From an optimization exercise on the open Yosys and OpenROAD flow, aimed at small area; shortcuts taken in it are not production practice.
In this exercise RTL edits were held to simulation tests only and were not proved equivalent to the original.
Power and IR drop assume default switching activity.

==> flow/design.v (excerpt) <==
module cvt_unit (
    input  wire         clk,
    input  wire         rst_n,        
    input  wire         in_valid,
    input  wire [255:0] in_data,      
    input  wire [7:0]   in_mask,      
    input  wire [2:0]   in_dfmt,
    input  wire [2:0]   in_rm,
    input  wire         wr_rmax,
    input  wire         wr_nsat,
    input  wire         wr_nflz,
    input  wire [63:0]  wr_data,
    output reg          out_valid,
    output reg  [127:0] out_data,     
    output reg  [63:0]  rmax,
    output reg  [31:0]  nsat,
    output reg  [31:0]  nflz
);
For scale: roughly 4,100 cells after synthesis, ~260 flip-flops, ~600 I/O pins.
==> flow/config.mk <==
export PLATFORM = sky130hd
export DESIGN_NAME = cvt_unit
export DESIGN_NICKNAME = cvt_unit
export VERILOG_FILES = /design/flow/design.v
export SDC_FILE = /design/flow/constraint.sdc
export NUM_CORES = 4
export LEC_CHECK = 0
export CAP_MARGIN = 20
export CORE_MARGIN = 2
export CORE_UTILIZATION = 50
export CTS_BUF_LIST = sky130_fd_sc_hd__clkbuf_4
export SLEW_MARGIN = 20
==> flow/constraint.sdc <==
create_clock -name core_clock -period 28.0 [get_ports {clk}]
set_input_delay 5.6000 -clock core_clock [delete_from_list [all_inputs] [get_ports {clk}]]
set_output_delay 5.6000 -clock core_clock [all_outputs]
set_load 0.01 [all_outputs]
standard.sh (not shown) runs the stock make flow with config.mk's settings and CLKGATE_MAP_FILE= SYNTH_SCRIPT=/design/flow/synth_recipe.tcl, a recipe that flattens the netlist after the stock synthesis.
==> flow/flow/run.sh <==
#!/bin/bash
# Layout flow: the standard ORFS flow, with these changes to how the
# netlist is built:
#  - synthesis keeps the lane and counter modules (cvt_lane, cvt_count)
#    apart until technology mapping; they are not timing-critical and are
#    mapped with an area-oriented ABC script (flow/area.abc: ABC's deepsyn
#    AIG optimisation, then area mapping). The top level, which holds the
#    timing-critical RMAX path and every register, is mapped with
#    flow/top.abc (AIG restructuring, area mapping, then ABC's buffering
#    and gate sizing towards a delay target). Full- and half-adder
#    extraction is skipped (ADDER_MAP_FILE empty): ABC maps that logic
#    smaller here. The rest
#    of the standard flow's synthesis script is unchanged and the design is flattened
#    before it is written, so the registers keep their names and cells;
#  - the port buffers that global placement inserts are buf_1 cells;
#  - clock tree synthesis runs with ORFS's arguments and the buffer list
#    from config.mk, but inserts no dummy loads.
# Each tool's output goes to the ORFS logs under orfs/logs and to
# standard.log in this folder.
set -euo pipefail
W=$PWD
F=$W/flow

# ORFS's synth.tcl with the ABC call split by module, and the standard flow's synthesis
# wrapper sourcing it in place of the original
sed -e 's|^  log_cmd abc {\*}\$abc_args$|  log_cmd abc {*}[lreplace $abc_args 1 1 $::env(AREA_ABC_SCRIPT)] cvt_lane cvt_count\n  log_cmd abc {*}[lreplace $abc_args 1 1 $::env(TOP_ABC_SCRIPT)] cvt_unit|' \
    "$FLOW_HOME/scripts/synth.tcl" > "$W/synth_area.tcl"
grep -q AREA_ABC_SCRIPT "$W/synth_area.tcl"
sed "s|source \$::env(SCRIPTS_DIR)/synth.tcl|source $W/synth_area.tcl|" \
    "$W/synth_recipe.tcl" > "$W/synth_wrap.tcl"
grep -q "synth_area.tcl" "$W/synth_wrap.tcl"

bash "$W/standard.sh" \
    SYNTH_SCRIPT="$W/synth_wrap.tcl" \
    SYNTH_KEEP_MODULES="cvt_lane cvt_count" \
    ADDER_MAP_FILE= \
    AREA_ABC_SCRIPT="$F/area.abc" \
    TOP_ABC_SCRIPT="$F/top.abc" \
    BUFFER_PORTS_ARGS="-buffer_cell sky130_fd_sc_hd__buf_1" \
    CTS_ARGS="-sink_clustering_enable -repair_clock_nets -dont_use_dummy_load -buf_list sky130_fd_sc_hd__clkbuf_4" \
    finish > "$W/standard.log" 2>&1
==> flow/flow/area.abc <==
strash
&get -n
&deepsyn -T 150
&put
dch -f
amap
topo
stime -c
Other scripts of this flow, unchanged in this note and not shown: flow/flow/top.abc
The first run completed with no timing, DRC or antenna violations.
==> next run, changes <==
==> flow/flow/area.abc (replaced) <==
strash
&get -n
&deepsyn -T 60
&put
dch -f
amap
topo
stime -c
Critical path depth fell by 1.
Via count came out higher by about 1.6%.
Die area barely changes.
Cell area is higher by about 0.4%.
Synthesized cell count is higher by about 2.1%.
Clock power stays flat.
Hold slack is better by 4.4 ps.
Sequential power hardly moves.
Routed wire length goes up by 0.47%.
Total power barely changes.
Worst setup slack is better by 370 ps.
==> next run, changes <==
--- a/flow/flow/run.sh
+++ b/flow/flow/run.sh
@@ -14,5 +14,3 @@
 #    before it is written, so the registers keep their names and cells;
-#  - the port buffers that global placement inserts are buf_1 cells;
-#  - clock tree synthesis runs with ORFS's arguments and the buffer list
-#    from config.mk, but inserts no dummy loads.
+#  - the port buffers that global placement inserts are buf_1 cells.
 # Each tool's output goes to the ORFS logs under orfs/logs and to
@@ -39,3 +37,2 @@
     BUFFER_PORTS_ARGS="-buffer_cell sky130_fd_sc_hd__buf_1" \
-    CTS_ARGS="-sink_clustering_enable -repair_clock_nets -dont_use_dummy_load -buf_list sky130_fd_sc_hd__clkbuf_4" \
     finish > "$W/standard.log" 2>&1
- The new run completed without violations
- setup slack improved by 5.0 ps
- first-iteration DRC count stays flat
- routed wire length hardly moves
- area after synthesis stays the same
==> next run, changes <==
==> flow/flow/area.abc (replaced) <==
strash
&get -n
&deepsyn -T 150
&put
dch -f
amap
topo
stime -c
=> Clock skew barely changes. Synthesized area is about the same. Power went up slightly. Synthesized cell count went down by a few percent. Count of clock-buffer cells in the layout went up by 4. Core utilization went down by 0.15 points. Cell count went down slightly. Non-clock buffer count went down by 12. Die area barely changes. Cell area is about the same.
==> next run, changes <==
==> flow/flow/area.abc (replaced) <==
strash
&get -n
&deepsyn -T 60
&put
dch -f
amap
topo
stime -c
--- a/flow/config.mk
+++ b/flow/config.mk
@@ -10,3 +10,2 @@
 export CORE_UTILIZATION = 50
-export CTS_BUF_LIST = sky130_fd_sc_hd__clkbuf_4
 export SLEW_MARGIN = 20
Result: Setup slack improved by 840 ps; area after synthesis is higher by 0.44%; non-clock buffer count grows by 14; sequential share of layout area is lower by 0.19 points.

static timing again, ports no longer ideal:
The flow's constraints put no driver on any port. The routed layouts listed below were extracted and timed again, unchanged, in two steps. Step 1, drivers: a clkbuf_16 drives clk and a buf_2 each remaining input, both assumed. Step 2 adds t to the input delays and takes it off the output delays; t is the mean of the earliest and latest rising clock arrival at the registers after step 1. Input paths then give back, and output paths get back, about the clock's delay inside the block. a / b / c = ideal ports / drivers / drivers and shift; a / b = the first two.
run | t, ns | setup slack, ns | slew at the worst register clock pin (ns)
the first run | 0.872 | 2.287 / 2.327 / 1.455 | 0.07 / 0.07
the second run | 0.864 | 2.654 / 2.696 / 1.832 | 0.07 / 0.07
the third run | 0.888 | 2.659 / 2.700 / 1.812 | 0.08 / 0.08
the fourth run | 0.934 | 2.350 / 2.389 / 1.455 | 0.07 / 0.07
the fifth run | 0.663 | 3.191 / 3.209 / 2.546 | 0.07 / 0.07
After both steps every run listed still meets setup and hold. The setup slack of the fourth run, which loses most, moves by +0.039 ns with the drivers and by -0.895 ns with both steps.
